Background: an optimization exercise with open tools, aiming at small area, a short achievable clock period and few clock cycles. Do not read the settings as production practice. Only simulation tests tie the RTL to the original design; equivalence was not proved.

===== flow/config.mk =====
export PLATFORM = sky130hd
export DESIGN_NAME = chz_hash_core
export DESIGN_NICKNAME = chz_hash_core
export VERILOG_FILES = /design/flow/design.v
export SDC_FILE = /design/flow/constraint.sdc
export NUM_CORES = 8
export LEC_CHECK = 0
export CAP_MARGIN = 30
export CORE_MARGIN = 2
export CORE_UTILIZATION = 40
export SLEW_MARGIN = 30
export SYNTH_MEMORY_MAX_BITS = 16384

===== flow/design.v =====
module chz_hash_core (
  input  wire          clk,
  input  wire          rst,           
  input  wire          in_valid,
  output wire          in_ready,
  input  wire          in_first,      
  input  wire          in_mode,       
  input  wire [1023:0] in_block,      
  output reg           out_valid,
  output wire [383:0]  out_digest
);
  function automatic [31:0] rotr32(input [31:0] x, input integer n);
    rotr32 = (x >> n) | (x << (32 - n));
  endfunction
  function automatic [63:0] rotr64(input [63:0] x, input integer n);
    rotr64 = (x >> n) | (x << (64 - n));
  endfunction
  function automatic [63:0] big_sigma0(input m, input [63:0] x);
    reg [63:0] r5;
    reg [31:0] r2;
    r5 = rotr64(x, 28) ^ rotr64(x, 34) ^ rotr64(x, 39);
    r2 = rotr32(x[31:0], 2) ^ rotr32(x[31:0], 13) ^ rotr32(x[31:0], 22);
    big_sigma0 = {r5[63:32], m ? r5[31:0] : r2};
  endfunction
  function automatic [63:0] big_sigma1(input m, input [63:0] x);
    reg [63:0] r5;
    reg [31:0] r2;
    r5 = rotr64(x, 14) ^ rotr64(x, 18) ^ rotr64(x, 41);
    r2 = rotr32(x[31:0], 6) ^ rotr32(x[31:0], 11) ^ rotr32(x[31:0], 25);
    big_sigma1 = {r5[63:32], m ? r5[31:0] : r2};
  endfunction
  function automatic [63:0] small_sigma0(input m, input [63:0] x);
    reg [63:0] r5;
    reg [31:0] r2;
    r5 = rotr64(x, 1) ^ rotr64(x, 8) ^ (x >> 7);
    r2 = rotr32(x[31:0], 7) ^ rotr32(x[31:0], 18) ^ (x[31:0] >> 3);
    small_sigma0 = {r5[63:32], m ? r5[31:0] : r2};
  endfunction
  function automatic [63:0] small_sigma1(input m, input [63:0] x);
    reg [63:0] r5;
    reg [31:0] r2;
    r5 = rotr64(x, 19) ^ rotr64(x, 61) ^ (x >> 6);
    r2 = rotr32(x[31:0], 17) ^ rotr32(x[31:0], 19) ^ (x[31:0] >> 10);
    small_sigma1 = {r5[63:32], m ? r5[31:0] : r2};
  endfunction
  function automatic [63:0] iv(input m, input [2:0] i);
    if (m) begin
      case (i)
        3'd0: iv = 64'hcbbb9d5dc1059ed8;
        3'd1: iv = 64'h629a292a367cd507;
        3'd2: iv = 64'h9159015a3070dd17;
        3'd3: iv = 64'h152fecd8f70e5939;
        3'd4: iv = 64'h67332667ffc00b31;
        3'd5: iv = 64'h8eb44a8768581511;
        3'd6: iv = 64'hdb0c2e0d64f98fa7;
        default: iv = 64'h47b5481dbefa4fa4;
      endcase
    end else begin
      case (i)
        3'd0: iv = 64'h6a09e667;
        3'd1: iv = 64'hbb67ae85;
        3'd2: iv = 64'h3c6ef372;
        3'd3: iv = 64'ha54ff53a;
        3'd4: iv = 64'h510e527f;
        3'd5: iv = 64'h9b05688c;
        3'd6: iv = 64'h1f83d9ab;
        default: iv = 64'h5be0cd19;
      endcase
    end
  endfunction
  function automatic [63:0] add64(input [63:0] x, input [63:0] y);
    reg [63:0] gg, pp, p0;
    integer l, j;
    gg = x & y;
    pp = x ^ y;
    p0 = pp;
    for (l = 0; l < 6; l = l + 1)
      for (j = 63; j >= 0; j = j - 1)
        if ((j >> l) & 1) begin
          gg[j] = gg[j] | (pp[j] & gg[((j >> l) << l) - 1]);
          pp[j] = pp[j] & pp[((j >> l) << l) - 1];
        end
    add64 = p0 ^ {gg[62:0], 1'b0};
  endfunction
  reg               mode;         
  reg               mode_s1;      
  reg               mode_s0n;     
  reg               mode_w;       
  reg               omode;        
  reg               omode_n;      
  reg               ldnf;         
  reg               ldnf2;
  reg               ldmode;       
  reg               ldfirst;      
  reg               bfirst;       
  reg               ld;           
  reg  [3:0]        lcnt;         
  reg               rdy;          
  reg               epre;         
  reg               apre;         
  reg               apost;        
  reg               run;          
  reg               tail;         
  reg  [6:0]        rcnt;         
  reg  [6:0]        kcnt;         
  reg               f3, f2, f1, f0, fz;   
  reg  [15:0][63:0] w;            
  reg  [63:0]       a, b, c, d;   
  reg  [63:0]       e, f, g;      
  reg  [63:0]       pe;           
  reg  [63:0]       kr;           
  reg  [7:0][63:0]  hv;           
  wire       ld_last  = ld && (lcnt == 4'd15);
  reg [63:0] krom;
  always @* begin
    case (kcnt)
      7'd0: krom = 64'h428a2f98d728ae22;
      7'd1: krom = 64'h7137449123ef65cd;
      7'd2: krom = 64'hb5c0fbcfec4d3b2f;
      7'd3: krom = 64'he9b5dba58189dbbc;
      7'd4: krom = 64'h3956c25bf348b538;
      7'd5: krom = 64'h59f111f1b605d019;
      7'd6: krom = 64'h923f82a4af194f9b;
      7'd7: krom = 64'hab1c5ed5da6d8118;
      7'd8: krom = 64'hd807aa98a3030242;
      7'd9: krom = 64'h12835b0145706fbe;
      7'd10: krom = 64'h243185be4ee4b28c;
      7'd11: krom = 64'h550c7dc3d5ffb4e2;
      7'd12: krom = 64'h72be5d74f27b896f;
      7'd13: krom = 64'h80deb1fe3b1696b1;
      7'd14: krom = 64'h9bdc06a725c71235;
      7'd15: krom = 64'hc19bf174cf692694;
      7'd16: krom = 64'he49b69c19ef14ad2;
      7'd17: krom = 64'hefbe4786384f25e3;
      7'd18: krom = 64'h0fc19dc68b8cd5b5;
      7'd19: krom = 64'h240ca1cc77ac9c65;
      7'd20: krom = 64'h2de92c6f592b0275;
      7'd21: krom = 64'h4a7484aa6ea6e483;
      7'd22: krom = 64'h5cb0a9dcbd41fbd4;
      7'd23: krom = 64'h76f988da831153b5;
      7'd24: krom = 64'h983e5152ee66dfab;
      7'd25: krom = 64'ha831c66d2db43210;
      7'd26: krom = 64'hb00327c898fb213f;
      7'd27: krom = 64'hbf597fc7beef0ee4;
      7'd28: krom = 64'hc6e00bf33da88fc2;
      7'd29: krom = 64'hd5a79147930aa725;
      7'd30: krom = 64'h06ca6351e003826f;
      7'd31: krom = 64'h142929670a0e6e70;
      7'd32: krom = 64'h27b70a8546d22ffc;
      7'd33: krom = 64'h2e1b21385c26c926;
      7'd34: krom = 64'h4d2c6dfc5ac42aed;
      7'd35: krom = 64'h53380d139d95b3df;
      7'd36: krom = 64'h650a73548baf63de;
      7'd37: krom = 64'h766a0abb3c77b2a8;
      7'd38: krom = 64'h81c2c92e47edaee6;
      7'd39: krom = 64'h92722c851482353b;
      7'd40: krom = 64'ha2bfe8a14cf10364;
      7'd41: krom = 64'ha81a664bbc423001;
      7'd42: krom = 64'hc24b8b70d0f89791;
      7'd43: krom = 64'hc76c51a30654be30;
      7'd44: krom = 64'hd192e819d6ef5218;
      7'd45: krom = 64'hd69906245565a910;
      7'd46: krom = 64'hf40e35855771202a;
      7'd47: krom = 64'h106aa07032bbd1b8;
      7'd48: krom = 64'h19a4c116b8d2d0c8;
      7'd49: krom = 64'h1e376c085141ab53;
      7'd50: krom = 64'h2748774cdf8eeb99;
      7'd51: krom = 64'h34b0bcb5e19b48a8;
      7'd52: krom = 64'h391c0cb3c5c95a63;
      7'd53: krom = 64'h4ed8aa4ae3418acb;
      7'd54: krom = 64'h5b9cca4f7763e373;
      7'd55: krom = 64'h682e6ff3d6b2b8a3;
      7'd56: krom = 64'h748f82ee5defb2fc;
      7'd57: krom = 64'h78a5636f43172f60;
      7'd58: krom = 64'h84c87814a1f0ab72;
      7'd59: krom = 64'h8cc702081a6439ec;
      7'd60: krom = 64'h90befffa23631e28;
      7'd61: krom = 64'ha4506cebde82bde9;
      7'd62: krom = 64'hbef9a3f7b2c67915;
      7'd63: krom = 64'hc67178f2e372532b;
      7'd64: krom = 64'hca273eceea26619c;
      7'd65: krom = 64'hd186b8c721c0c207;
      7'd66: krom = 64'heada7dd6cde0eb1e;
      7'd67: krom = 64'hf57d4f7fee6ed178;
      7'd68: krom = 64'h06f067aa72176fba;
      7'd69: krom = 64'h0a637dc5a2c898a6;
      7'd70: krom = 64'h113f9804bef90dae;
      7'd71: krom = 64'h1b710b35131c471b;
      7'd72: krom = 64'h28db77f523047d84;
      7'd73: krom = 64'h32caab7b40c72493;
      7'd74: krom = 64'h3c9ebe0a15c9bebc;
      7'd75: krom = 64'h431d67c49c100d4c;
      7'd76: krom = 64'h4cc5d4becb3e42b6;
      7'd77: krom = 64'h597f299cfc657e2a;
      7'd78: krom = 64'h5fcb6fab3ad6faec;
      7'd79: krom = 64'h6c44198c4a475817;
      default: krom = 64'h0;
    endcase
  end
  wire [63:0] k_nx  = {krom[63:32], kmode ? krom[31:0] : krom[63:32]};
  reg         kmode;         
  wire [6:0] n_m18 = mode ? 7'd62 : 7'd46;    
  wire [6:0] n_m4  = mode ? 7'd76 : 7'd60;    
  wire       can_ld   = !ld && !epre && (!run || tail);
  wire       start_ld = in_valid && can_ld;
  assign in_ready = rdy;
  always @(posedge clk) begin
    if (rst) begin
      ld        <= 1'b0;
      rdy       <= 1'b0;
      epre      <= 1'b0;
      apre      <= 1'b0;
      apost     <= 1'b0;
      run       <= 1'b0;
      tail      <= 1'b0;
      f3        <= 1'b0;
      f2        <= 1'b0;
      f1        <= 1'b0;
      f0        <= 1'b0;
      fz        <= 1'b0;
      out_valid <= 1'b0;
    end else begin
      if (start_ld) begin
        ld      <= 1'b1;
        ldfirst <= in_first;
        ldnf    <= !in_first;
        ldnf2   <= !(in_first && in_valid);
        ldmode  <= in_first ? in_mode : ldmode;
      end else if (ld_last) begin
        ld      <= 1'b0;
      end
      rdy   <= ld && (lcnt == 4'd14);
      epre  <= ld_last;
      apre  <= epre;
      apost <= apre;
      if (epre) begin
        run  <= 1'b1;
        tail <= 1'b0;
      end else begin
        if (f1) run <= 1'b0;
        if (run && rcnt == n_m18) tail <= 1'b1;
      end
      f3        <= run && (rcnt == n_m4);
      f2        <= f3;
      f1        <= f2;
      f0        <= f1;
      fz        <= f0;
      out_valid <= fz;
    end
  end
  always @(posedge clk) begin
    lcnt <= start_ld ? 4'd0 : lcnt + 4'd1;
    rcnt <= epre ? 7'd0 : rcnt + 7'd1;
    kcnt <= (ld && lcnt == 4'd14) ? 7'd0 : kcnt + 7'd1;
    if (ld_last) mode <= ldmode;
    kmode <= ((ld && lcnt == 4'd14) || ld_last) ? ldmode : mode;
    if (ld_last || epre) mode_s1 <= ldmode;
    if (ld_last || rdy) mode_w <= ldmode;
    if (epre) begin
      mode_s0n <= !mode;
      bfirst   <= ldfirst;
    end
    if (f1) begin
      omode   <= mode;
      omode_n <= !mode;
    end
  end
  wire [63:0] he   = f3 ? hv[7] : (f2 ? hv[6] : (f1 ? hv[5] : hv[4]));
  wire [63:0] ha   = f2 ? hv[3] : (f1 ? hv[2] : (f0 ? hv[1] : hv[0]));
  wire [63:0] se_h = add64(e, he);
  wire [63:0] sa_h = add64(a, ha);
  wire [7:0][63:0] y;
  genvar gi;
  generate
    for (gi = 0; gi < 8; gi = gi + 1) begin : g_y
      if (gi == 0)
        assign y[gi] = ldfirst ? iv(ldmode, gi) : (fz ? sa_h : hv[gi]);
      else if (gi == 4)
        assign y[gi] = ldfirst ? iv(ldmode, gi) : (f0 ? se_h : hv[gi]);
      else
        assign y[gi] = ldfirst ? iv(ldmode, gi) : hv[gi];
    end
  endgenerate
  reg [63:0] ld_word;
  integer q;
  always @* begin
    ld_word = 64'h0;
    for (q = 0; q < 16; q = q + 1) begin
      if (lcnt == q) ld_word[63:32] = ld_word[63:32] | in_block[1023 - 64*q -: 32];
      if ((ldmode && lcnt == q) || (!ldmode && q >= 8 && lcnt == 2*(q-8)+1))
        ld_word[31:0] = ld_word[31:0] | in_block[991 - 64*q -: 32];
      if (!ldmode && q >= 8 && lcnt == 2*(q-8))
        ld_word[31:0] = ld_word[31:0] | in_block[1023 - 64*q -: 32];
    end
  end
  function automatic [127:0] csa_s1(input m, input [63:0] x, input [63:0] y, input [63:0] z);
    reg [63:0] r5a, r5b, r5c, sg;
    reg [31:0] r2a, r2b, r2c;
    r5a = rotr64(x, 14); r5b = rotr64(x, 18); r5c = rotr64(x, 41);
    r2a = rotr32(x[31:0], 6); r2b = rotr32(x[31:0], 11); r2c = rotr32(x[31:0], 25);
    sg  = big_sigma1(m, x);
    csa_s1 = {((sg & y) | (sg & z) | (y & z)) << 1,
              (r5a[63:32] ^ y[63:32]) ^ (r5b[63:32] ^ z[63:32]) ^ r5c[63:32],
              m ? ((r5a[31:0] ^ y[31:0]) ^ (r5b[31:0] ^ z[31:0]) ^ r5c[31:0])
                : ((r2a ^ y[31:0]) ^ (r2b ^ z[31:0]) ^ r2c)};
  endfunction
  function automatic [127:0] csa_s0(input m, input [63:0] x, input [63:0] y, input [63:0] z);
    reg [63:0] r5a, r5b, r5c, sg;
    reg [31:0] r2a, r2b, r2c;
    r5a = rotr64(x, 28); r5b = rotr64(x, 34); r5c = rotr64(x, 39);
    r2a = rotr32(x[31:0], 2); r2b = rotr32(x[31:0], 13); r2c = rotr32(x[31:0], 22);
    sg  = big_sigma0(m, x);
    csa_s0 = {((sg & y) | (sg & z) | (y & z)) << 1,
              (r5a[63:32] ^ y[63:32]) ^ (r5b[63:32] ^ z[63:32]) ^ r5c[63:32],
              m ? ((r5a[31:0] ^ y[31:0]) ^ (r5b[31:0] ^ z[31:0]) ^ r5c[31:0])
                : ((r2a ^ y[31:0]) ^ (r2b ^ z[31:0]) ^ r2c)};
  endfunction
  function automatic [127:0] csa_ss0(input m, input [63:0] x, input [63:0] y, input [63:0] z);
    reg [63:0] r5a, r5b, r5c, sg;
    reg [31:0] r2a, r2b, r2c;
    r5a = rotr64(x, 1); r5b = rotr64(x, 8); r5c = x >> 7;
    r2a = rotr32(x[31:0], 7); r2b = rotr32(x[31:0], 18); r2c = x[31:0] >> 3;
    sg  = small_sigma0(m, x);
    csa_ss0 = {((sg & y) | (sg & z) | (y & z)) << 1,
               (r5a[63:32] ^ y[63:32]) ^ (r5b[63:32] ^ z[63:32]) ^ r5c[63:32],
               m ? ((r5a[31:0] ^ y[31:0]) ^ (r5b[31:0] ^ z[31:0]) ^ r5c[31:0])
                 : ((r2a ^ y[31:0]) ^ (r2b ^ z[31:0]) ^ r2c)};
  endfunction
  function automatic [127:0] csa_ss1(input m, input [63:0] x, input [63:0] y, input [63:0] z);
    reg [63:0] r5a, r5b, r5c, sg;
    reg [31:0] r2a, r2b, r2c;
    r5a = rotr64(x, 19); r5b = rotr64(x, 61); r5c = x >> 6;
    r2a = rotr32(x[31:0], 17); r2b = rotr32(x[31:0], 19); r2c = x[31:0] >> 10;
    sg  = small_sigma1(m, x);
    csa_ss1 = {((sg & y) | (sg & z) | (y & z)) << 1,
               (r5a[63:32] ^ y[63:32]) ^ (r5b[63:32] ^ z[63:32]) ^ r5c[63:32],
               m ? ((r5a[31:0] ^ y[31:0]) ^ (r5b[31:0] ^ z[31:0]) ^ r5c[31:0])
                 : ((r2a ^ y[31:0]) ^ (r2b ^ z[31:0]) ^ r2c)};
  endfunction
  function automatic [127:0] csa(input [63:0] x, input [63:0] y, input [63:0] z);
    csa = {((x & y) | (x & z) | (y & z)) << 1, x ^ y ^ z};
  endfunction
  wire [127:0] wc1   = csa_ss0(mode_w, w[1], w[0], w[9]);
  wire [127:0] wc2   = csa_ss1(mode_w, w[14], wc1[63:0], wc1[127:64]);
  wire [63:0]  w_new = add64(wc2[63:0], wc2[127:64]);
  wire [63:0]  ch    = (e & f) ^ (~e & g);
  wire [127:0] ec    = csa_s1(mode_s1, e, ch, pe);
  wire [63:0]  sum_e = add64(ec[63:0], ec[127:64]);
  wire [63:0]  mj    = (a & b) ^ (a & c) ^ (b & c);
  wire [127:0] ac1   = csa(e, ~d, mj);
  wire [127:0] ac2   = csa_s0(!mode_s0n, a, ac1[63:0], {ac1[127:65], 1'b1});
  wire [63:0]  sum_a = add64(ac2[63:0], ac2[127:64]);
  wire [63:0]  y7p   = ldnf ? hv[7] : iv(ldmode, 3'd7);
  wire [63:0]  y3p   = ldnf2 ? hv[3] : iv(ldmode, 3'd3);
  wire [63:0]  y2p   = ldnf2 ? hv[2] : iv(ldmode, 3'd2);
  wire [63:0]  ph    = epre ? y7p : g;
  wire [63:0]  pd    = epre ? y3p : (apre ? y2p : b);
  wire [127:0] pc1   = csa(ph, kr, w[0]);
  wire [63:0]  pd3   = epre ? y3p : y2p;
  wire [127:0] pc2   = {((pc1[63:0] & pc1[127:64]) | ((pc1[63:0] | pc1[127:64]) & pd)) << 1,
                        (apre | epre) ? (pc1[63:0] ^ pc1[127:64] ^ pd3)
                                      : (pc1[63:0] ^ pc1[127:64] ^ b)};
  wire [63:0]  pe_new = add64(pc2[63:0], pc2[127:64]);
  integer i;
  always @(posedge clk) begin
    for (i = 0; i < 15; i = i + 1)
      w[i] <= w[i+1];
    w[15] <= ld ? ld_word : w_new;
    a  <= apre ? y[0] : sum_a;
    b  <= apre ? y[1] : a;
    c  <= apre ? y[2] : b;
    d  <= apre ? y[3] : c;
    e  <= epre ? y[4] : sum_e;
    f  <= epre ? y[5] : e;
    g  <= epre ? y[6] : f;
    pe <= pe_new;
    kr <= k_nx;
    if (apost && bfirst) begin
      for (i = 0; i < 8; i = i + 1)
        hv[i] <= iv(mode, i[2:0]);
    end
    if (f3) hv[7] <= se_h;
    if (f2) begin
      hv[6] <= se_h;
      hv[3] <= sa_h;
    end
    if (f1) begin
      hv[5] <= se_h;
      hv[2] <= sa_h;
    end
    if (f0) begin
      hv[4] <= se_h;
      hv[1] <= sa_h;
    end
    if (fz) hv[0] <= sa_h;
  end
  assign out_digest[383:192] = omode ? {hv[0], hv[1], hv[2]}
                                     : {128'h0, hv[0][31:0], hv[1][31:0]};
  assign out_digest[191:0]   = !omode_n ? {hv[3], hv[4], hv[5]}
                                        : {hv[2][31:0], hv[3][31:0], hv[4][31:0],
                                           hv[5][31:0], hv[6][31:0], hv[7][31:0]};
endmodule

===== flow/flow/run.sh =====
#!/bin/bash
# The standard layout (standard.sh) with two changes to how it is made:
#  - port buffers are buf_1 cells instead of the delay cells buffer_ports picks;
#  - repair_timing is asked to leave 8 ns (on the worst 5% of endpoints) of setup slack on the design's clock.
# The SDC and the clock period are unchanged.
set -euo pipefail
bash standard.sh "BUFFER_PORTS_ARGS=-buffer_cell sky130_fd_sc_hd__buf_1" SETUP_SLACK_MARGIN=8 TNS_END_PERCENT=5 finish > standard.log 2>&1

===== flow/constraint.sdc =====
create_clock -name core_clock -period 12.0 [get_ports {clk}]
set_input_delay 2.4000 -clock core_clock [delete_from_list [all_inputs] [get_ports {clk}]]
set_output_delay 2.4000 -clock core_clock [all_outputs]
set_load 0.01 [all_outputs]

===== flow/standard.sh =====
#!/bin/bash
# synth_recipe.tcl (not shown) runs the flow's synth.tcl, then flattens the netlist and writes it again
# the make line also repeats each setting of config.mk as NAME=value (left out here)
make -C /OpenROAD-flow-scripts/flow DESIGN_CONFIG=/design/flow/config.mk WORK_HOME=/design/flow/orfs CLKGATE_MAP_FILE= SYNTH_SCRIPT=/design/flow/synth_recipe.tcl "${@:-finish}"

==> impl_metrics.ini, run 1 <==
[clocking]
cts_buffers = 238
htreeDepth = 4
cts_tree = yes
cts_buffer_depth = 4
cts_hold_buf = 0
clk_latency_ps = 970
cts.clk_slew.worst_paths_ps = 60
cts_root_buffer = clkbuf_16
clock-sinks = 2219

[die]
dieArea_um2 = 314500
core_area_um2 = 308600
die_x_um = 560.8
die_h_um = 560.8
start_util_pct = 40.19
core.rowCount = 204
num_io_pins = 1415

[routing]
drt_iter0_drc = 23801
antenna_left = 0
remaining_drc_errors = 0
dr.pass1.iters = 17
via_count = 129246
viasPerCell = 6.713
wire_per_inst_um = 47.62
wl_um = 916900

[layout]
drive_above_1_share_pct = 15.73
fillers = 29537
area_growth_syn_to_layout_pct = 22.55
multiInputGateArea_um2 = 72360
seq_area_um2 = 49930
nNetsFinal = 16234
stdcell_area_um2 = 152000
instances_no_fill = 19254

[logic_synthesis]
synth_top_area_share_pct = 27.38
synth_commonest_cells = dfxtp_1 (1,696), xnor2_1 (1,180), a21oi_1 (1,048)
synth_compound_area_share_pct = 18.51
ys_seq_area_share_pct = 40.04
synth_edf_count = 523
syn_nets = 14826
synth_top_cell_by_area = dfxtp_1
syn_inst = 13112
synth_top_family_by_area = compound AO/OA/AOI/OAI gates
synth_area_um2 = 124000
ys_async_sr_fraction_pct = 0
synth_cell_types = 117
syn_area_per_cell_um2 = 9.458
synth.area.top_cells = dfxtp_1 (27%), edfxtp_1 (13%), xnor2_1 (8.3%)
synthMostInstantiatedCell = dfxtp_1
synth_fa_ha_area_share_pct = 10.24
synth-simple-area-share_pct = 10.85
synth_seq_cells = 2219
synth_ff_type = dfxtp_1
synthXorXnorAreaFrac_pct = 11.32
muxShareOfSynthArea_pct = 4.512
yosys_warnings = 1

[worst_setup_path]
crit_slowest_cell = fa_1
rr_startpoint = ldnf
crit_required_ps = 12790
crit_chain = buf_12 > buf_12 > nand3b_1 > o21ai_1 > fa_1 > inv_1 > ha_1 > xnor2_1 > ha_1 > nand2_1 > or2_4 > o31ai_4 > o211ai_4 > o31ai_4 > o221ai_4 > a21oi_4 > a41oi_4 > o21ai_4 > a41oi_2 > xnor2_1
critical_path_class = reg2reg
cp_slowest_stage_delay_ps = 560
startpoint = ldnf
crit_path_start_kind = flop
worstPathMaxFanout = 15
cp-end-kind = flop
arrival_ps = 6000

[sta]
min_period_ps = 5216
fin_setup_tns_ps = 0
skew_ps = 77.29
fin_crit_sh_pct = 43.47
setup_viol = 0
slew_headroom_pct = -35.20
holdWs_ps = 312.4
tightest_slew_ps = 2028
hold_viol = 0
rsz0062_at_grt = yes
slew_violations = 10
clock.fmax_mhz = 191.7

[run_status]
status = complete, but fails checks
violatedChecks = max-capacitance violations, max-slew violations

[place]
place_congestion = 1.148
post-dp-hpwl_um = 680200
placed_area_um2 = 133800
placed_cells = 18002
portBuffers = 1414

[hold_path]
min_from = w[174]
hold_path.class = reg2reg

[grt]
gr-usage-all-layers_pct = 57.30
antenna_found_initial = 359
overflow = 0
grt_first_pass_wirelength_um = 1178000
grt_pass1_vias = 110211
grt_max_degree = 110

[run]
cap_viol_max_count = 3
-- per-layer routing --
| layer | vias to the layer above | part of all wire, % | global-route usage (%) |
|---|---|---|---|
| met4 | 122 | 12 | 54.65 |
| met3 | 3983 | 16 | 35.50 |
| li1 | 49734 | - | - |
| met2 | 12423 | 39 | 74.35 |
| met1 | 62984 | 33 | 61.77 |
| met5 | - | 0.32 | 11.85 |
-- state kept, by name, indices dropped and copies added, names as in the netlist, 4 cells and up --
| name | count |
|---|---|
| a | 64 |
| b | 64 |
| c | 64 |
| d | 64 |
| e | 64 |
| f | 64 |
| g | 64 |
| hv | 512 |
| kcnt | 7 |
| kr | 64 |
| krom | 64 |
| lcnt | 4 |
| pe | 64 |
| rcnt | 7 |
| w | 1024 |
-- worst paths after layout --
| path | end | slack [ps] | cells after the start |
|---|---|---|---|
| min reg2reg | w[110] | 310 | 0 |
| max reg2reg | pe[63] | 6780 | 20 |
| max | pe[63] | 6780 | 20 |
| min | w[110] | 310 | 0 |
-- cell families (layout without fill, tap and decap cells) --
logic type | Yosys count | after routing
AO/OA/AOI/OAI | 3494 | 3494
XOR/XNOR | 1531 | 1531
adder cells (fa/ha/maj) | 976 | 976
buffers and inverters | 1453 | 3057
flip-flops | 2219 | 2219
multiplexers | 516 | 516
other | 0 | 417
AND/OR/NAND/NOR | 2923 | 2924
-- per-stage QoR --
step / utilization [%] / setup slack [ps]
6_report: 49.25 / 6784
5_1_grt: 49.10 / 6702
4_1_cts: 47.59 / 6888
3_5_place_dp: 43.37 / 5719
3_3_place_gp: 43.33 / 5768
2_1_floorplan: - / 7091
-- critical path: cells and delay by family, from the launching register on --
family / cells / cell delay (ps)
compound gates: 9 / 2360
simple gates: 3 / 420
buf+inv: 3 / 390
fa+ha+maj: 3 / 1130
flops: 1 / 390
xor+xnor: 2 / 310
-- placed cells by master (no fill, tap or decap), drive strengths merged, types with 417 or more instances in the layout --
| master | Yosys | final |
|---|---|---|
| a21oi | 1058 | 1058 |
| o21ai | 662 | 662 |
| edfxtp | 523 | 523 |
| xnor2 | 1181 | 1181 |
| nor2 | 798 | 798 |
| dfxtp | 1696 | 1696 |
| nand2 | 989 | 989 |
| ha | 523 | 523 |
| buf | 222 | 2073 |
| diode | 0 | 417 |
| inv | 486 | 489 |
-- area by class of cell --
type | instances | share of cell area [%]
Inverter | 488 | 1.253
Sequential cell | 2219 | 32.85
Clock inverter | 126 | 0.9978
Clock buffer | 311 | 4.366
Multi-Input combinational cell | 9441 | 47.61
Antenna cell | 417 | 0.6866
Tap cell | 4120 | 3.392
Timing Repair inverter | 1 | 0.005763
Timing Repair Buffer | 2131 | 8.834
-- repair_timing --
| item | CTS | global route |
|---|---|---|
| pin swaps | 156 | 149 |
| buffers inserted | 170 | 136 |
| gates cloned | 33 | 16 |
| setup endpoints to repair | 1187 | 1099 |
| gates resized for setup | 626 | 437 |
Testbench counts, summed over its fixed seeds: cycles 57,494.
==> run 2: changes to the inputs <==
--- a/flow/design.v
+++ b/flow/design.v
@@ -88,8 +88,12 @@
   reg               mode_w;       
   reg               omode;        
   reg               omode_n;      
-  reg               ldnf;         
-  reg               ldnf2;
+  reg  [15:0]       lsh;          
+  reg  [15:0]       lsl;          
+  reg  [7:0]        lsu;          
+  reg               ps_eh, ps_e4, ps_e2;    
+  reg               ps_ah, ps_a4, ps_a2;    
+  reg               ps_n, ps_g;             
   reg               ldmode;       
   reg               ldfirst;      
   reg               bfirst;       
@@ -223,8 +227,6 @@
       if (start_ld) begin
         ld      <= 1'b1;
         ldfirst <= in_first;
-        ldnf    <= !in_first;
-        ldnf2   <= !(in_first && in_valid);
         ldmode  <= in_first ? in_mode : ldmode;
       end else if (ld_last) begin
         ld      <= 1'b0;
@@ -249,10 +251,18 @@
     end
   end
   always @(posedge clk) begin
-    lcnt <= start_ld ? 4'd0 : lcnt + 4'd1;
+    lcnt <= lcnt_nx;
     rcnt <= epre ? 7'd0 : rcnt + 7'd1;
     kcnt <= (ld && lcnt == 4'd14) ? 7'd0 : kcnt + 7'd1;
     if (ld_last) mode <= ldmode;
+    ps_eh <= ld_last && !ldfirst;
+    ps_e4 <= ld_last && ldfirst && ldmode;
+    ps_e2 <= ld_last && ldfirst && !ldmode;
+    ps_ah <= epre && !ldfirst;
+    ps_a4 <= epre && ldfirst && ldmode;
+    ps_a2 <= epre && ldfirst && !ldmode;
+    ps_n  <= !(ld_last || epre);
+    ps_g  <= !ld_last;
     kmode <= ((ld && lcnt == 4'd14) || ld_last) ? ldmode : mode;
     if (ld_last || epre) mode_s1 <= ldmode;
     if (ld_last || rdy) mode_w <= ldmode;
@@ -286,12 +296,22 @@
   always @* begin
     ld_word = 64'h0;
     for (q = 0; q < 16; q = q + 1) begin
-      if (lcnt == q) ld_word[63:32] = ld_word[63:32] | in_block[1023 - 64*q -: 32];
-      if ((ldmode && lcnt == q) || (!ldmode && q >= 8 && lcnt == 2*(q-8)+1))
-        ld_word[31:0] = ld_word[31:0] | in_block[991 - 64*q -: 32];
-      if (!ldmode && q >= 8 && lcnt == 2*(q-8))
-        ld_word[31:0] = ld_word[31:0] | in_block[1023 - 64*q -: 32];
+      if (lsh[q]) ld_word[63:32] = ld_word[63:32] | in_block[1023 - 64*q -: 32];
+      if (lsl[q]) ld_word[31:0]  = ld_word[31:0]  | in_block[991 - 64*q -: 32];
     end
+    for (q = 0; q < 8; q = q + 1)
+      if (lsu[q]) ld_word[31:0] = ld_word[31:0] | in_block[511 - 64*q -: 32];
+  end
+  wire [3:0] lcnt_nx   = start_ld ? 4'd0 : lcnt + 4'd1;
+  wire       ldmode_nx = start_ld ? (in_first ? in_mode : ldmode) : ldmode;
+  integer r;
+  always @(posedge clk) begin
+    for (r = 0; r < 16; r = r + 1) begin
+      lsh[r] <= (lcnt_nx == r);
+      lsl[r] <= ldmode_nx ? (lcnt_nx == r) : (r >= 8 && lcnt_nx == 2*(r-8)+1);
+    end
+    for (r = 0; r < 8; r = r + 1)
+      lsu[r] <= !ldmode_nx && (lcnt_nx == 2*r);
   end
   function automatic [127:0] csa_s1(input m, input [63:0] x, input [63:0] y, input [63:0] z);
     reg [63:0] r5a, r5b, r5c, sg;
@@ -350,16 +370,14 @@
   wire [127:0] ac1   = csa(e, ~d, mj);
   wire [127:0] ac2   = csa_s0(!mode_s0n, a, ac1[63:0], {ac1[127:65], 1'b1});
   wire [63:0]  sum_a = add64(ac2[63:0], ac2[127:64]);
-  wire [63:0]  y7p   = ldnf ? hv[7] : iv(ldmode, 3'd7);
-  wire [63:0]  y3p   = ldnf2 ? hv[3] : iv(ldmode, 3'd3);
-  wire [63:0]  y2p   = ldnf2 ? hv[2] : iv(ldmode, 3'd2);
-  wire [63:0]  ph    = epre ? y7p : g;
-  wire [63:0]  pd    = epre ? y3p : (apre ? y2p : b);
+  wire [63:0]  pdx   = ({64{ps_eh}} & hv[3]) | ({64{ps_e4}} & iv(1'b1, 3'd3)) | ({64{ps_e2}} & iv(1'b0, 3'd3))
+                     | ({64{ps_ah}} & hv[2]) | ({64{ps_a4}} & iv(1'b1, 3'd2)) | ({64{ps_a2}} & iv(1'b0, 3'd2));
+  wire [63:0]  pd    = pdx | ({64{ps_n}} & b);
+  wire [63:0]  ph    = ({64{ps_eh}} & hv[7]) | ({64{ps_e4}} & iv(1'b1, 3'd7)) | ({64{ps_e2}} & iv(1'b0, 3'd7))
+                     | ({64{ps_g}} & g);
   wire [127:0] pc1   = csa(ph, kr, w[0]);
-  wire [63:0]  pd3   = epre ? y3p : y2p;
   wire [127:0] pc2   = {((pc1[63:0] & pc1[127:64]) | ((pc1[63:0] | pc1[127:64]) & pd)) << 1,
-                        (apre | epre) ? (pc1[63:0] ^ pc1[127:64] ^ pd3)
-                                      : (pc1[63:0] ^ pc1[127:64] ^ b)};
+                        ps_n ? (pc1[63:0] ^ pc1[127:64] ^ b) : (pc1[63:0] ^ pc1[127:64] ^ pdx)};
   wire [63:0]  pe_new = add64(pc2[63:0], pc2[127:64]);
   integer i;
   always @(posedge clk) begin
==> flow/flow/run.sh (replaced) <==
#!/bin/bash
# The standard layout (standard.sh) with two changes to how it is made:
#  - port buffers are buf_1 cells instead of the delay cells buffer_ports picks;
#  - repair_timing is asked to leave 7.5 ns of setup slack on the design's clock.
# The SDC and the clock period are unchanged.
set -euo pipefail
bash standard.sh "BUFFER_PORTS_ARGS=-buffer_cell sky130_fd_sc_hd__buf_1" SETUP_SLACK_MARGIN=7.5 finish > standard.log 2>&1
==> run 2 against run 1 <==
  * Now clean on timing, DRC and antenna
  * Clock skew up 11 ps
  * Global-route usage up 1.3 points
  * Non-clock buffer count up 224
  * Utilization up 2.2 points
  * Maximum frequency up 3.8%
  * Synthesized area about the same
  * Hold slack worse by 19 ps
  * Critical path depth down 18
  * Critical endpoint is now out_digest[213]
  * Highest routed layer unchanged
==> impl_metrics.ini, run 2 <==
[run_status]
status = complete, no violations

[grt]
overflow = 0
grt_first_pass_wirelength_um = 1205000
antenna_found_initial = 403
grt_pass1_vias = 113155
gr-usage-all-layers_pct = 58.60
grt_max_degree = 115

[place]
place_ws_ps = 5736
placed_area_um2 = 134100
portBuffers = 1414
place_congestion = 1.210
post-dp-hpwl_um = 688300

[routing]
viasPerCell = 6.828
via_count = 131936
drt_iter0_drc = 24517
wire_per_inst_um = 48.74
remaining_drc_errors = 0
antenna_left = 0
dr.pass1.iters = 13
wl_um = 941800

[logic_synthesis]
synth_top_area_share_pct = 28.13
synth_area_um2 = 124000
ys_seq_area_share_pct = 40.74
synth_top_cell_by_area = dfxtp_1
syn_area_per_cell_um2 = 9.589
synth_seq_cells = 2264
synthMostInstantiatedCell = dfxtp_1
synth_edf_count = 521
synth_commonest_cells = dfxtp_1 (1,743), xnor2_1 (1,125), a21oi_1 (976)
ys_async_sr_fraction_pct = 0
yosys_warnings = 1
synth_ff_type = dfxtp_1
synth.area.top_cells = dfxtp_1 (28%), edfxtp_1 (13%), xnor2_1 (7.9%)
syn_nets = 14648
synth_cell_types = 99
syn_inst = 12936

[sta]
slew_headroom_pct = 13.50
hold_viol = 0
skew_ps = 88.61
fin_setup_tns_ps = 0
setup_viol = 0
rsz0062_at_grt = yes
tightest_slew_ps = 1298
slew_violations = 0
min_period_ps = 5027
fin_crit_sh_pct = 41.89
fin_ws_ps = 6973
clock.fmax_mhz = 198.9

[worst_setup_path]
cp-end-kind = output port
critical_path_class = reg2out
crit_chain = mux2_2 > buf_1
r2r.worst_path.cells = 22
arrival_ps = 2630
cp_slowest_stage_delay_ps = 1170
crit_required_ps = 9600
crit_path_start_kind = flop
worstPathMaxFanout = 5
crit_slowest_cell = edfxtp_1

[layout]
reg_top3 = w (1024), hv (512)
area_growth_syn_to_layout_pct = 27.98
layout_common_cells = dfxtp_1 (1,552), buf_1 (1,231), xnor2_1 (1,013), a21oi_1 (860), nand2_1 (729)
layout_commonest_cell = dfxtp_1
largest_register_ffs = 1024
stdcell_area_um2 = 158800
fillers = 28576
max_flop_register = w
nNetsFinal = 16300
drive_above_1_share_pct = 20.44

[clocking]
htreeDepth = 4
cts_root_buffer = clkbuf_16
cts.clk_slew.worst_paths_ps = 70
clock-sinks = 2264
cts_buffer_depth = 4
cts_hold_buf = 0
cts_tree = yes
cts_buffers = 237
clk_latency_ps = 980

[die]
core.rowCount = 204
num_io_pins = 1415
dieArea_um2 = 314600
die_h_um = 560.9
core_area_um2 = 308600
start_util_pct = 40.20
die_x_um = 560.9

[hold_path]
hold_path.class = reg2reg
min_path_cells = 0

[run]
cap_viol_max_count = 0
-- run 2: area by class of cell --
cell class / instances / area, um^2 / share of cell area [%]
Timing Repair Buffer: 2355 / 17040 / 10.73
Tap cell: 4120 / 5155 / 3.247
Inverter: 616 / 2356 / 1.484
Clock buffer: 324 / 6730 / 4.239
Clock inverter: 118 / 1459 / 0.9189
Sequential cell: 2264 / 50940 / 32.09
Antenna cell: 413 / 1033 / 0.6510
Multi-Input combinational cell: 9114 / 74050 / 46.64
-- run 2: repair_timing --
item,in CTS,in global routing
pin swaps,285,417
setup buffers,238,222
endpoints found under the setup margin,1057,791
gates resized for setup,1105,998
cloned,54,28
endpoints found under the hold margin,0,0
-- run 2: cells by family (layout without fill, tap and decap cells) --
logic type      Yosys count  count (layout)  share of synthesized area (%)
flops                  2264            2264                          40.74
xor+xnor               1512            1512                          11.11
mux                     493             493                          4.315
fa+ha+maj               981             981                          10.27
buf+inv                1559            3413                          4.821
simple gates           2555            2556                          9.621
other cells               0             413                              0
compound gates         3572            3572                          19.11
-- run 2: routing by layer --
layer | vias to the layer above | track usage, % | wire length [um]
met5 | - | 6.114 | 1486
met2 | 13020 | 79.53 | 380600
met3 | 4852 | 32.82 | 135500
met4 | 112 | 61.76 | 124900
met1 | 64073 | 60.79 | 299300
li1 | 49879 | - | -
-- run 2: per-stage QoR --
stage | instances | hold slack, ps | utilization [%]
6_report | 19324 | 293.4 | 51.45
5_1_grt | 19063 | 300.6 | 51.24
4_1_cts | 18621 | 291.7 | 48.71
3_5_place_dp | 17887 | 312.1 | 43.46
3_3_place_gp | 17871 | 309.6 | 43.40
2_1_floorplan | 12936 | 309.6 | -
-- run 2: path summary, 6_finish.rpt --
path	start	to	slack, ps
setup / recovery	hv[149]	out_digest[213]	6970
hold / removal	w[1001]	w[937]	290
setup reg to reg	f1	e[60]	7010
hold reg to reg	w[1001]	w[937]	290
-- run 2: critical path, delay by kind of cell, from the launching register on --
family	cells	cell delay, ps
buffers and inverters	1	150
muxes	1	320
DFF	1	1170
Testbench counts of run 2, summed over its fixed seeds: cycles 57,494.
==> run 3: changes to the inputs <==
==> flow/flow/run.sh (replaced) <==
#!/bin/bash
# The standard layout (standard.sh) with two changes to how it is made:
#  - port buffers are buf_1 cells instead of the delay cells buffer_ports picks;
#  - repair_timing is asked to leave 7 ns of setup slack on the design's clock.
# The SDC and the clock period are unchanged.
set -euo pipefail
bash standard.sh "BUFFER_PORTS_ARGS=-buffer_cell sky130_fd_sc_hd__buf_1" SETUP_SLACK_MARGIN=7 finish > standard.log 2>&1
==> run 3 against run 2 <==
  * The layout now fails its checks (max-capacitance violations, max-slew violations)
  * Synthesized area unchanged
  * Routed wire length down 2.6%
  * Sequential cell count unchanged
  * Critical path type is now reg2reg
  * Critical endpoint is now krom[38]
==> impl_metrics.ini, run 3 <==
[run_status]
status = complete, but fails checks
violatedChecks = max-capacitance violations, max-slew violations

[clocking]
cts_buffers = 239
cts.clk_slew.worst_paths_ps = 70
clock-sinks = 2264
htreeDepth = 4
cts_hold_buf = 0
clk_latency_ps = 980
cts_buffer_depth = 4
cts_root_buffer = clkbuf_16
cts_tree = yes

[sta]
setup_viol = 0
min_period_ps = 5341
slew_violations = 3
tightest_slew_ps = 1642
rsz0062_at_grt = yes
hold_viol = 0
fin_setup_tns_ps = 0
clock.fmax_mhz = 187.2
slew_headroom_pct = -9.474
skew_ps = 98.37
fin_crit_sh_pct = 44.50

[logic_synthesis]
ys_seq_area_share_pct = 40.74
syn_area_per_cell_um2 = 9.589
synth_top_area_share_pct = 28.13
synthMostInstantiatedCell = dfxtp_1
ys_async_sr_fraction_pct = 0
synth_seq_cells = 2264
synth_top_cell_by_area = dfxtp_1
synth_commonest_cells = dfxtp_1 (1,743), xnor2_1 (1,125), a21oi_1 (976)
syn_inst = 12936
syn_nets = 14648
synth_area_um2 = 124000
yosys_warnings = 1
synth_cell_types = 99
synth_ff_type = dfxtp_1
synth.area.top_cells = dfxtp_1 (28%), edfxtp_1 (13%), xnor2_1 (7.9%)
synth_edf_count = 521

[layout]
area_growth_syn_to_layout_pct = 19.21
instances_no_fill = 18922
reg_top3 = w (1024), hv (512)
fillers = 29693
seq_area_um2 = 50760
fin_util_pct = 47.92
largest_register_ffs = 1024
nNetsFinal = 15927
multiInputGateArea_um2 = 69480
drive_above_1_share_pct = 12.70
max_flop_register = w
layout_common_cells = dfxtp_1 (1,621), buf_1 (1,384), xnor2_1 (1,103), a21oi_1 (948), nand2_1 (758)
stdcell_area_um2 = 147900
layout_commonest_cell = dfxtp_1

[grt]
grt_pass1_vias = 112028
grt_first_pass_wirelength_um = 1191000
overflow = 0
grt_max_degree = 146
gr-usage-all-layers_pct = 57.82
antenna_found_initial = 402

[worst_setup_path]
crit_path_start_kind = flop
critical_path_class = reg2reg
cp-end-kind = flop
arrival_ps = 6130
worstPathMaxFanout = 105
crit_required_ps = 12790

[die]
core_area_um2 = 308600
num_io_pins = 1415
die_x_um = 560.9
die_h_um = 560.9
start_util_pct = 40.20
dieArea_um2 = 314600
core.rowCount = 204

[routing]
via_count = 127913
wire_per_inst_um = 48.49
drt_iter0_drc = 23280
remaining_drc_errors = 0
antenna_left = 0
dr.pass1.iters = 10
viasPerCell = 6.760
wl_um = 917600

[place]
portBuffers = 1414
post-dp-hpwl_um = 698300
place_congestion = 1.164
placed_area_um2 = 134200
placed_cells = 17910

[hold_path]
hold_path.class = reg2reg

[run]
cap_viol_max_count = 1
run 3: cell counts after synthesis:
No cell type changed its count.
run 3: cell type report:
cell class                      count  area share [%]
Tap cell                         4120           3.486
Clock buffer                      296           4.410
Multi-Input combinational cell   9114           46.98
Clock inverter                    142           1.130
Inverter                          616           1.578
Antenna cell                      390          0.6600
Timing Repair Buffer             1980           7.428
Sequential cell                  2264           34.33
run 3: through the flow:
| stage | hold WS [ps] | worst slack [ps] |
|---|---|---|
| after detailed placement | 312.0 | 5486 |
| after CTS | 264.2 | 6989 |
| after global placement | 309.5 | 5359 |
| after global routing | 257.3 | 6880 |
| after floorplan | 309.6 | 7044 |
| final | 251.0 | 6659 |
run 3: kinds of logic after synthesis:
kind of cell               after synthesis  share of synthesized area, %
muxes                                  493                         4.315
AOI/OAI and AO/OA                     3572                         19.11
adders and majority gates              981                         10.27
xor gates and xnor gates              1512                         11.11
and+or+nand+nor                       2555                         9.621
DFF                                   2264                         40.74
buffers and inverters                 1559                         4.821
run 3: timing repair:
item / CTS / global route
resized for setup: 252 / 228
buffers inserted: 56 / 73
pin swaps: 28 / 93
endpoints found under the hold margin: 0 / 0
setup endpoints to repair: 814 / 385
cloned: 17 / 6
run 3: layer usage:
layer	vias to the layer above	share of wire (%)	track usage (%)
li1	49041	-	-
met1	62249	32	59.31
met2	12178	41	79.87
met3	4299	14	32.00
met4	146	13	60.26
met5	-	0.20	5.979
run 3: path summary, 6_finish.rpt:
check / startpoint / to / slack [ps] / cells after the start
min reg2reg: w[265] / w[201] / 250 / 0
min: w[265] / w[201] / 250 / 0
max reg2reg: kcnt[0] / krom[38] / 6660 / 11
max: kcnt[0] / krom[38] / 6660 / 11
run 3: worst max-delay path, cell delays in order, from the launching register on:
cell and delay, ps:
dfxtp_1 720, ha_1 390, xor2_2 350, nand2_8 290, inv_4 420, buf_12 440, nand2_1 530, o21a_1 270
o21ai_0 700, a221oi_1 200, o21ai_1 470, o21ai_0 300
==> run 4: changes to the inputs <==
--- a/flow/config.mk
+++ b/flow/config.mk
@@ -5,8 +5,9 @@
 export SDC_FILE = /design/flow/constraint.sdc
 export NUM_CORES = 8
 export LEC_CHECK = 0
-export CAP_MARGIN = 30
+export CAP_MARGIN = 50
 export CORE_MARGIN = 2
 export CORE_UTILIZATION = 40
-export SLEW_MARGIN = 30
+export PLACE_DENSITY = 0.5
+export SLEW_MARGIN = 50
 export SYNTH_MEMORY_MAX_BITS = 16384
==> run 4 against run 3 <==
  * The run now finishes clean
  * Global-route usage fell by 1.6 points
  * Clock skew grew 13 ps
  * Non-clock buffer count fell by 8
  * Count of clock-buffer cells in the layout up 10
  * Via count up 2.5%
  * Sequential share of layout area about the same
  * Worst setup slack better by 190 ps
  * Highest routed layer unchanged
==> impl_metrics.ini, run 4 <==
[run_status]
status = complete, no violations

[logic_synthesis]
synth_top_cell_by_area = dfxtp_1
ys_seq_area_share_pct = 40.74
syn_inst = 12936
ys_async_sr_fraction_pct = 0
synth_commonest_cells = dfxtp_1 (1,743), xnor2_1 (1,125), a21oi_1 (976)
synth_edf_count = 521
synth_area_um2 = 124000
syn_nets = 14648
yosys_warnings = 1
synth_cell_types = 99
synth.area.top_cells = dfxtp_1 (28%), edfxtp_1 (13%), xnor2_1 (7.9%)
synth_top_area_share_pct = 28.13
synthMostInstantiatedCell = dfxtp_1
synth_seq_cells = 2264
syn_area_per_cell_um2 = 9.589
synth_ff_type = dfxtp_1

[die]
start_util_pct = 40.20
dieArea_um2 = 314600
die_h_um = 560.9
die_x_um = 560.9
core_area_um2 = 308600
num_io_pins = 1415
core.rowCount = 204

[sta]
min_period_ps = 5151
tightest_slew_ps = 991.8
setup_viol = 0
skew_ps = 111.3
fin_crit_sh_pct = 42.92
slew_violations = 0
rsz0062_at_grt = yes
clock.fmax_mhz = 194.1
fin_ws_ps = 6849
hold_viol = 0
fin_setup_tns_ps = 0
slew_headroom_pct = 33.88

[routing]
antenna_left = 0
via_count = 131078
remaining_drc_errors = 0
wl_um = 917600
dr.pass1.iters = 14
wire_per_inst_um = 48.76
drt_iter0_drc = 24333
viasPerCell = 6.965

[layout]
seq_area_um2 = 50860
layout_common_cells = dfxtp_1 (1,584), buf_1 (1,305), xnor2_1 (1,083), a21oi_1 (941), nand2_1 (754)
area_growth_syn_to_layout_pct = 19.32
max_flop_register = w
largest_register_ffs = 1024
layout_commonest_cell = dfxtp_1
reg_top3 = w (1024), hv (512)
drive_above_1_share_pct = 13.76
multiInputGateArea_um2 = 69940
nNetsFinal = 15906
instances_no_fill = 18820
fillers = 28058

[worst_setup_path]
arrival_ps = 5950
critical_path_class = reg2reg
crit_slowest_cell = fa_1
crit_required_ps = 12800
path_common_cell = o21ai_0
cp-end-kind = flop
crit_chain = buf_4 > buf_16 > mux2i_1 > nor2_1 > a21oi_1 > o21ai_0 > ha_1 > inv_1 > fa_1 > nor2b_1 > o21ai_0 > a21oi_2 > nor3_4 > o21ai_4 > a21oi_1 > o21ai_0 > a21boi_1 > o21bai_1 > xor2_2 > a21o_1
worstPathMaxFanout = 6
cp_slowest_stage_delay_ps = 450
crit_path_start_kind = flop

[grt]
overflow = 0
grt_first_pass_wirelength_um = 1172000
grt_max_degree = 121
gr-usage-all-layers_pct = 56.21
antenna_found_initial = 452
grt_pass1_vias = 117819

[hold_path]
hold_path.class = reg2reg

[clocking]
cts.clk_slew.worst_paths_ps = 70
clk_latency_ps = 980
cts_buffer_depth = 4
cts_hold_buf = 0
clock-sinks = 2264
cts_tree = yes
cts_root_buffer = clkbuf_16
cts_buffers = 226
htreeDepth = 4

[place]
place_ws_ps = 5769
portBuffers = 1414
placed_cells = 17888
post-dp-hpwl_um = 700800
place_congestion = 1.297

[run]
cap_viol_max_count = 0
-- run 4: changes by cell type in the layout (fill, tap and decap cells not counted), sizes merged --
cell	change
clkinvlp	-9
nand2	+1
clkinv	-21
bufinv	-12
inv	+7
or2	-1
clkdlybuf4s18	+7
bufbuf	-2
buf	-6
clkbuf	+3
diode	-69
-- run 4: path summary, 6_finish.rpt --
path	from	end	slack, ps	cells after the start
setup / recovery	f1	hv[287]	6850	20
hold / removal	w[195]	w[131]	250	0
setup reg to reg	f1	hv[287]	6850	20
hold reg to reg	w[195]	w[131]	250	0
-- run 4: metal layers --
metal | GRT usage (%) | vias to the layer above | routed length [um]
li1 | - | 48913 | -
met1 | 60.00 | 63277 | 298200
met2 | 77.83 | 13874 | 369100
met3 | 28.11 | 4844 | 131900
met4 | 58.08 | 170 | 116700
met5 | 1.235 | - | 1771
-- run 4: cell families after synthesis --
kind of cell    synth area share (%)
flops                          40.74
buf+inv                        4.821
mux                            4.315
compound gates                 19.11
fa+ha+maj                      10.27
simple gates                   9.621
xor+xnor                       11.11
-- run 4: final cells by class --
class | instances | area share [%]
Clock buffer | 306 | 4.380
Timing Repair Buffer | 1972 | 7.641
Inverter | 616 | 1.577
Clock inverter | 107 | 0.7676
Tap cell | 4120 | 3.483
Multi-Input combinational cell | 9114 | 47.25
Sequential cell | 2264 | 34.36
Antenna cell | 321 | 0.5427
-- run 4: critical path, delay by kind of cell (launching register included) --
family | cells | cell delay (ps)
xor gates and xnor gates | 1 | 420
adders and majority gates | 2 | 640
and+or+nand+nor | 3 | 400
buffers and inverters | 3 | 350
AOI/OAI and AO/OA | 10 | 2640
DFF | 1 | 380
muxes | 1 | 130
-- run 4: through the flow --
| stage | utilization, % | instance area [um^2] | hold WS, ps |
|---|---|---|---|
| floorplan | - | 124100 | 309.6 |
| global placement | 43.27 | 133500 | 309.8 |
| finish | 47.96 | 148000 | 248.9 |
| global route | 47.75 | 147400 | 268.7 |
| CTS | 46.81 | 144400 | 264.4 |
| detailed placement | 43.75 | 135000 | 312.0 |
-- run 4: timing repair --
item,4_1_cts,5_1_grt
hold endpoints to repair,0,0
buffers inserted,52,80
pin swaps,24,67
setup endpoints to repair,770,315
gates resized for setup,210,284
gates cloned,14,11
==> run 5: changes to the inputs <==
--- a/flow/config.mk
+++ b/flow/config.mk
@@ -8,6 +8,5 @@
 export CAP_MARGIN = 50
 export CORE_MARGIN = 2
 export CORE_UTILIZATION = 40
-export PLACE_DENSITY = 0.5
 export SLEW_MARGIN = 50
 export SYNTH_MEMORY_MAX_BITS = 16384
==> run 5 against run 4 <==
  * Still clean
  * Non-clock buffer count up 47
  * Register-to-register slack improved by 40 ps
  * Critical path depth down 9
==> impl_metrics.ini, run 5 <==
[routing]
via_count = 128483
antenna_left = 0
dr.pass1.iters = 9
viasPerCell = 6.775
remaining_drc_errors = 0
wl_um = 916600
wire_per_inst_um = 48.33
drt_iter0_drc = 22616

[die]
die_x_um = 560.9
core.rowCount = 204
num_io_pins = 1415
die_h_um = 560.9
core_area_um2 = 308600
dieArea_um2 = 314600
start_util_pct = 40.20

[worst_setup_path]
crit_path_start_kind = flop
crit_slowest_cell = dfxtp_1
r2r.worst_path.cells = 11
cp_slowest_stage_delay_ps = 710
r2r-end = krom[38]
path_common_cell = o21ai_0
worstPathMaxFanout = 105
crit_required_ps = 12850
rr_startpoint = kcnt[0]
crit_chain = ha_1 > xor2_2 > nand2_8 > inv_4 > buf_12 > nand2_1 > o21a_1 > o21ai_0 > a221oi_1 > o21ai_1 > o21ai_0
arrival_ps = 5970
critical_path_class = reg2reg
cp-end-kind = flop
rrSetupSlack_ps = 6880

[logic_synthesis]
synth_seq_cells = 2264
syn_nets = 14648
synth_top_area_share_pct = 28.13
ys_async_sr_fraction_pct = 0
synth_edf_count = 521
synth_commonest_cells = dfxtp_1 (1,743), xnor2_1 (1,125), a21oi_1 (976)
synth_ff_type = dfxtp_1
syn_area_per_cell_um2 = 9.589
ys_seq_area_share_pct = 40.74
synth_top_cell_by_area = dfxtp_1
synth_area_um2 = 124000
syn_inst = 12936
synthMostInstantiatedCell = dfxtp_1
yosys_warnings = 1
synth_cell_types = 99
synth.area.top_cells = dfxtp_1 (28%), edfxtp_1 (13%), xnor2_1 (7.9%)

[sta]
holdWs_ps = 258.5
clock.fmax_mhz = 195.5
fin_setup_tns_ps = 0
min_period_ps = 5116
setup_viol = 0
hold_viol = 0
tightest_slew_ps = 1080
slew_headroom_pct = 27.97
skew_ps = 129.9
slew_violations = 0
rsz0062_at_grt = yes
fin_crit_sh_pct = 42.63

[clocking]
cts_tree = yes
cts_root_buffer = clkbuf_16
cts_buffer_depth = 4
clock-sinks = 2264
cts_hold_buf = 0
htreeDepth = 4
clk_latency_ps = 1030
cts_buffers = 235
cts.clk_slew.worst_paths_ps = 70

[hold_path]
hold_path.class = reg2reg
min_path_cells = 0
min_from = w[668]
min_to = w[604]

[run_status]
status = complete, no violations

[grt]
gr-usage-all-layers_pct = 57.56
grt_first_pass_wirelength_um = 1186000
overflow = 0
grt_pass1_vias = 111721
antenna_found_initial = 420
grt_max_degree = 146

[layout]
reg_top3 = w (1024), hv (512)
drive_above_1_share_pct = 13.69
largest_register_ffs = 1024
seq_area_um2 = 50780
layout_common_cells = dfxtp_1 (1,613), buf_1 (1,336), xnor2_1 (1,092), a21oi_1 (945), nand2_1 (755)
fillers = 29540
max_flop_register = w
area_growth_syn_to_layout_pct = 20.17
multiInputGateArea_um2 = 70030
nNetsFinal = 15962
layout_commonest_cell = dfxtp_1

[place]
portBuffers = 1414
place_congestion = 1.164
post-dp-hpwl_um = 701700

[run]
cap_viol_max_count = 0
-- run 5: cell counts after synthesis --
No cell type changed its count.
-- run 5: kinds of logic after synthesis --
logic type,count (synthesis),synth area share [%]
DFF,2264,40.74
and+or+nand+nor,2555,9.621
AOI/OAI and AO/OA,3572,19.11
buffers and inverters,1559,4.821
muxes,493,4.315
adders and majority gates,981,10.27
xor gates and xnor gates,1512,11.11
-- run 5: final cells by class --
class / count / share of cell area [%]
well taps: 4120 / 3.458
multi-input cells: 9114 / 46.98
inverters: 616 / 1.571
clock buffers: 313 / 4.454
diodes: 397 / 0.6664
clock inverters: 121 / 1.099
flip-flops and latches: 2264 / 34.06
repair buffers: 2019 / 7.710
-- run 5: how the worst max path moves through the flow --
stage | start | endpoint | slack, ps
after global routing | ps_g | pe[63] | 6880
after floorplan | ps_eh | pe[63] | 7040
after CTS | e[4] | e[63] | 6920
after detailed placement | ps_g | pe[63] | 5620
final | kcnt[0] | krom[38] | 6880
after global placement | ps_e4 | pe[63] | 5360
-- run 5: per-layer routing --
metal  vias to the layer above  share of wire (%)  GRT usage, %
met2                     12364                 41         79.75
met4                       160                 13         60.45
met3                      4307                 14         31.25
met5                         -               0.21         4.006
met1                     62508                 32         59.24
li1                      49144                  -             -
-- run 5: critical path, delay by kind of cell, from the launching register on --
kind            cells  cell delay, ps
xor+xnor            1             350
buf+inv             2             830
fa+ha+maj           1             390
flops               1             710
compound gates      5            1680
simple gates        2             820
-- run 5: what timing repair did --
action	in CTS	in global routing
pin swaps	25	74
gates cloned	15	10
setup buffers	54	58
gates resized for setup	186	221
endpoints found under the setup margin	576	344
-- run 5: per-stage QoR --
step                setup slack (ps)  area (um^2)  std cells  utilization (%)
floorplan                       7044       124100      12936                -
global placement                5359       133900      17886            43.40
detailed placement              5623       135600      17951            43.94
CTS                             6918       145700      18454            47.21
global route                    6875       148400      18696            48.09
finish                          6884       149100      18964            48.31
==> run 6: changes to the inputs <==
--- a/flow/config.mk
+++ b/flow/config.mk
@@ -8,5 +8,6 @@
 export CAP_MARGIN = 50
 export CORE_MARGIN = 2
 export CORE_UTILIZATION = 40
+export PLACE_DENSITY = 0.75
 export SLEW_MARGIN = 50
 export SYNTH_MEMORY_MAX_BITS = 16384
==> run 6 against run 5 <==
  * Still clean on timing, DRC and antenna
  * Critical path depth grew 4
  * Sequential share of layout area increased by 0.080 points
  * Die area unchanged
  * Critical path type unchanged
==> impl_metrics.ini, run 6 <==
[layout]
area_growth_syn_to_layout_pct = 20.02
max_flop_register = w
largest_register_ffs = 1024
nNetsFinal = 15937
fillers = 29035
reg_top3 = w (1024), hv (512)
seq_area_um2 = 50830
multiInputGateArea_um2 = 69850
layout_commonest_cell = dfxtp_1
drive_above_1_share_pct = 13.56
layout_common_cells = dfxtp_1 (1,579), buf_1 (1,337), xnor2_1 (1,093), a21oi_1 (954), nand2_1 (753)

[routing]
remaining_drc_errors = 0
antenna_left = 0
drt_iter0_drc = 24536
dr.pass1.iters = 13
wire_per_inst_um = 48.04
via_count = 128638
viasPerCell = 6.779
wl_um = 911700

[logic_synthesis]
ys_seq_area_share_pct = 40.74
synth_top_area_share_pct = 28.13
syn_nets = 14648
synth_commonest_cells = dfxtp_1 (1,743), xnor2_1 (1,125), a21oi_1 (976)
synthMostInstantiatedCell = dfxtp_1
ys_async_sr_fraction_pct = 0
synth_cell_types = 99
synth_seq_cells = 2264
synth_ff_type = dfxtp_1
synth_edf_count = 521
synth_area_um2 = 124000
synth.area.top_cells = dfxtp_1 (28%), edfxtp_1 (13%), xnor2_1 (7.9%)
yosys_warnings = 1
syn_area_per_cell_um2 = 9.589
syn_inst = 12936
synth_top_cell_by_area = dfxtp_1

[worst_setup_path]
rr_startpoint = kcnt[0]
crit_slowest_cell = dfxtp_2
crit_cells = 15
r2r-end = krom[3]
cp_slowest_stage_delay_ps = 650
rrSetupSlack_ps = 6830
crit_family = buffers and inverters
crit_required_ps = 12770
worstPathMaxFanout = 18
path_buf_inv = 7
cp-end-kind = flop
arrival_ps = 5930
crit_chain = ha_2 > inv_1 > nor2_1 > inv_1 > buf_4 > ha_2 > buf_4 > nand2b_1 > nand2_1 > o211ai_1 > clkbuf_4 > buf_2 > clkbuf_4 > a31oi_1 > o32ai_1
crit_path_start_kind = flop
r2r.worst_path.cells = 15
critical_path_class = reg2reg

[grt]
grt_max_degree = 113
overflow = 0
gr-usage-all-layers_pct = 56.84
antenna_found_initial = 384
grt_first_pass_wirelength_um = 1173000
grt_pass1_vias = 111733

[run]
cap_viol_max_count = 0

[sta]
fin_crit_sh_pct = 43.05
tightest_slew_ps = 957.2
clock.fmax_mhz = 193.6
setup_viol = 0
slew_violations = 0
rsz0062_at_grt = yes
fin_setup_tns_ps = 0
min_period_ps = 5166
skew_ps = 91.49
slew_headroom_pct = 36.18
holdWs_ps = 317.6
hold_viol = 0

[die]
die_h_um = 560.9
die_x_um = 560.9
dieArea_um2 = 314600
core.rowCount = 204
start_util_pct = 40.20
num_io_pins = 1415
core_area_um2 = 308600

[hold_path]
min_to = w[275]
hold_path.class = reg2reg
min_path_cells = 0
min_from = w[339]

[clocking]
cts_buffers = 236
cts.clk_slew.worst_paths_ps = 70
clk_latency_ps = 980
cts_buffer_depth = 4
cts_tree = yes
htreeDepth = 4
clock-sinks = 2264
cts_root_buffer = clkbuf_16

[place]
portBuffers = 1414
place_congestion = 1.352
post-dp-hpwl_um = 683600

[run_status]
status = complete, no violations
==> run 6: changes by cell type in the layout (fill, tap and decap cells not counted), moves of 19 or more <==
cell | before | now
dfxtp_1 | 1613 | 1579
buf_2 | 86 | 64
dfxtp_2 | 99 | 128
buf_4 | 429 | 383
buf_6 | 58 | 77
diode_2 | 397 | 436
==> run 6: worst max-delay path by stage <==
stage          slack [ps]  endpoint     from
6_report             6830   krom[3]  kcnt[0]
2_1_floorplan        7040    pe[63]    ps_eh
3_3_place_gp         5450    pe[55]     ps_g
4_1_cts              6930  krom[29]       ld
5_1_grt              6880   w[1022]   mode_w
3_5_place_dp         5820    pe[63]     ps_g
==> run 6: layout make-up <==
type                            count  area share (%)
Clock buffer                      295           4.361
Multi-Input combinational cell   9113           46.92
Inverter                          616           1.566
Clock inverter                    139           1.106
Sequential cell                  2264           34.14
Antenna cell                      436          0.7328
Tap cell                         4120           3.462
Timing Repair Buffer             1994           7.711
==> run 6: stage by stage <==
stage / worst slack [ps] / util (%) / cell area, um^2 / cells
final: 6834 / 48.25 / 148900 / 18977
after global routing: 6878 / 48.06 / 148300 / 18747
after CTS: 6929 / 46.95 / 144900 / 18411
after detailed placement: 5819 / 43.79 / 135100 / 17924
after global placement: 5448 / 43.39 / 133900 / 17872
after floorplan: 7044 / - / 124100 / 12936
==> run 6: routing by layer <==
metal	vias to the layer above	GRT usage (%)	part of all wire, %
met3	4421	33.82	15
met2	13077	76.04	40
met1	61878	58.50	32
met5	-	5.542	0.12
met4	92	60.36	13
li1	49170	-	-
==> run 6: repair_timing <==
action | in CTS | in global routing
hold buffers | 0 | 0
buffers inserted | 40 | 62
gates cloned | 13 | 12
pin swaps | 23 | 87
gates resized for setup | 173 | 278
endpoints found under the setup margin | 716 | 320
==> run 6: logic make-up after synthesis <==
group,share of synthesized area (%)
compound gates,19.11
simple gates,9.621
flops,40.74
buf+inv,4.821
xor+xnor,11.11
fa+ha+maj,10.27
mux,4.315

==> what the ideal ports hide <==
The results above use ideal ports. As a check the final layouts listed here were re-extracted and re-timed, cells and wires unchanged.
Step 1: set_driving_cell puts a clkbuf_16 on clk and a buf_2 on each other input, an assumption about the parent block.
Step 2 adds t to the input delays and takes it off the output delays; t is the mean of the earliest and latest rising clock arrival at the registers after step 1. Input paths then give back, and output paths get back, about the clock's delay inside the block.
Three values: no drivers, after step 1, after step 2; two values: the first two.
run	t, ns	setup WS [ns]	worst hold slack (ns)	latest minus earliest clock arrival (ns)	worst register clock-pin slew, ns
run 1	1.062	6.784 / 6.706 / 6.116	0.312 / 0.312 / 0.312	0.077 / 0.077	0.07 / 0.07
run 2	1.067	6.973 / 6.843 / 6.364	0.293 / 0.293 / 0.293	0.088 / 0.089	0.08 / 0.08
run 3	1.046	6.659 / 6.659 / 6.593	0.251 / 0.251 / 0.251	0.102 / 0.101	0.08 / 0.08
run 4	1.040	6.849 / 6.817 / 6.792	0.249 / 0.249 / 0.249	0.119 / 0.119	0.08 / 0.08
run 5	1.104	6.884 / 6.883 / 6.691	0.258 / 0.258 / 0.258	0.131 / 0.131	0.08 / 0.08
run 6	1.071	6.834 / 6.793 / 6.834	0.318 / 0.318 / 0.318	0.091 / 0.092	0.08 / 0.08
The setup slack of run 1, which loses most, moves by -0.078 ns with the drivers and by -0.668 ns with both steps.
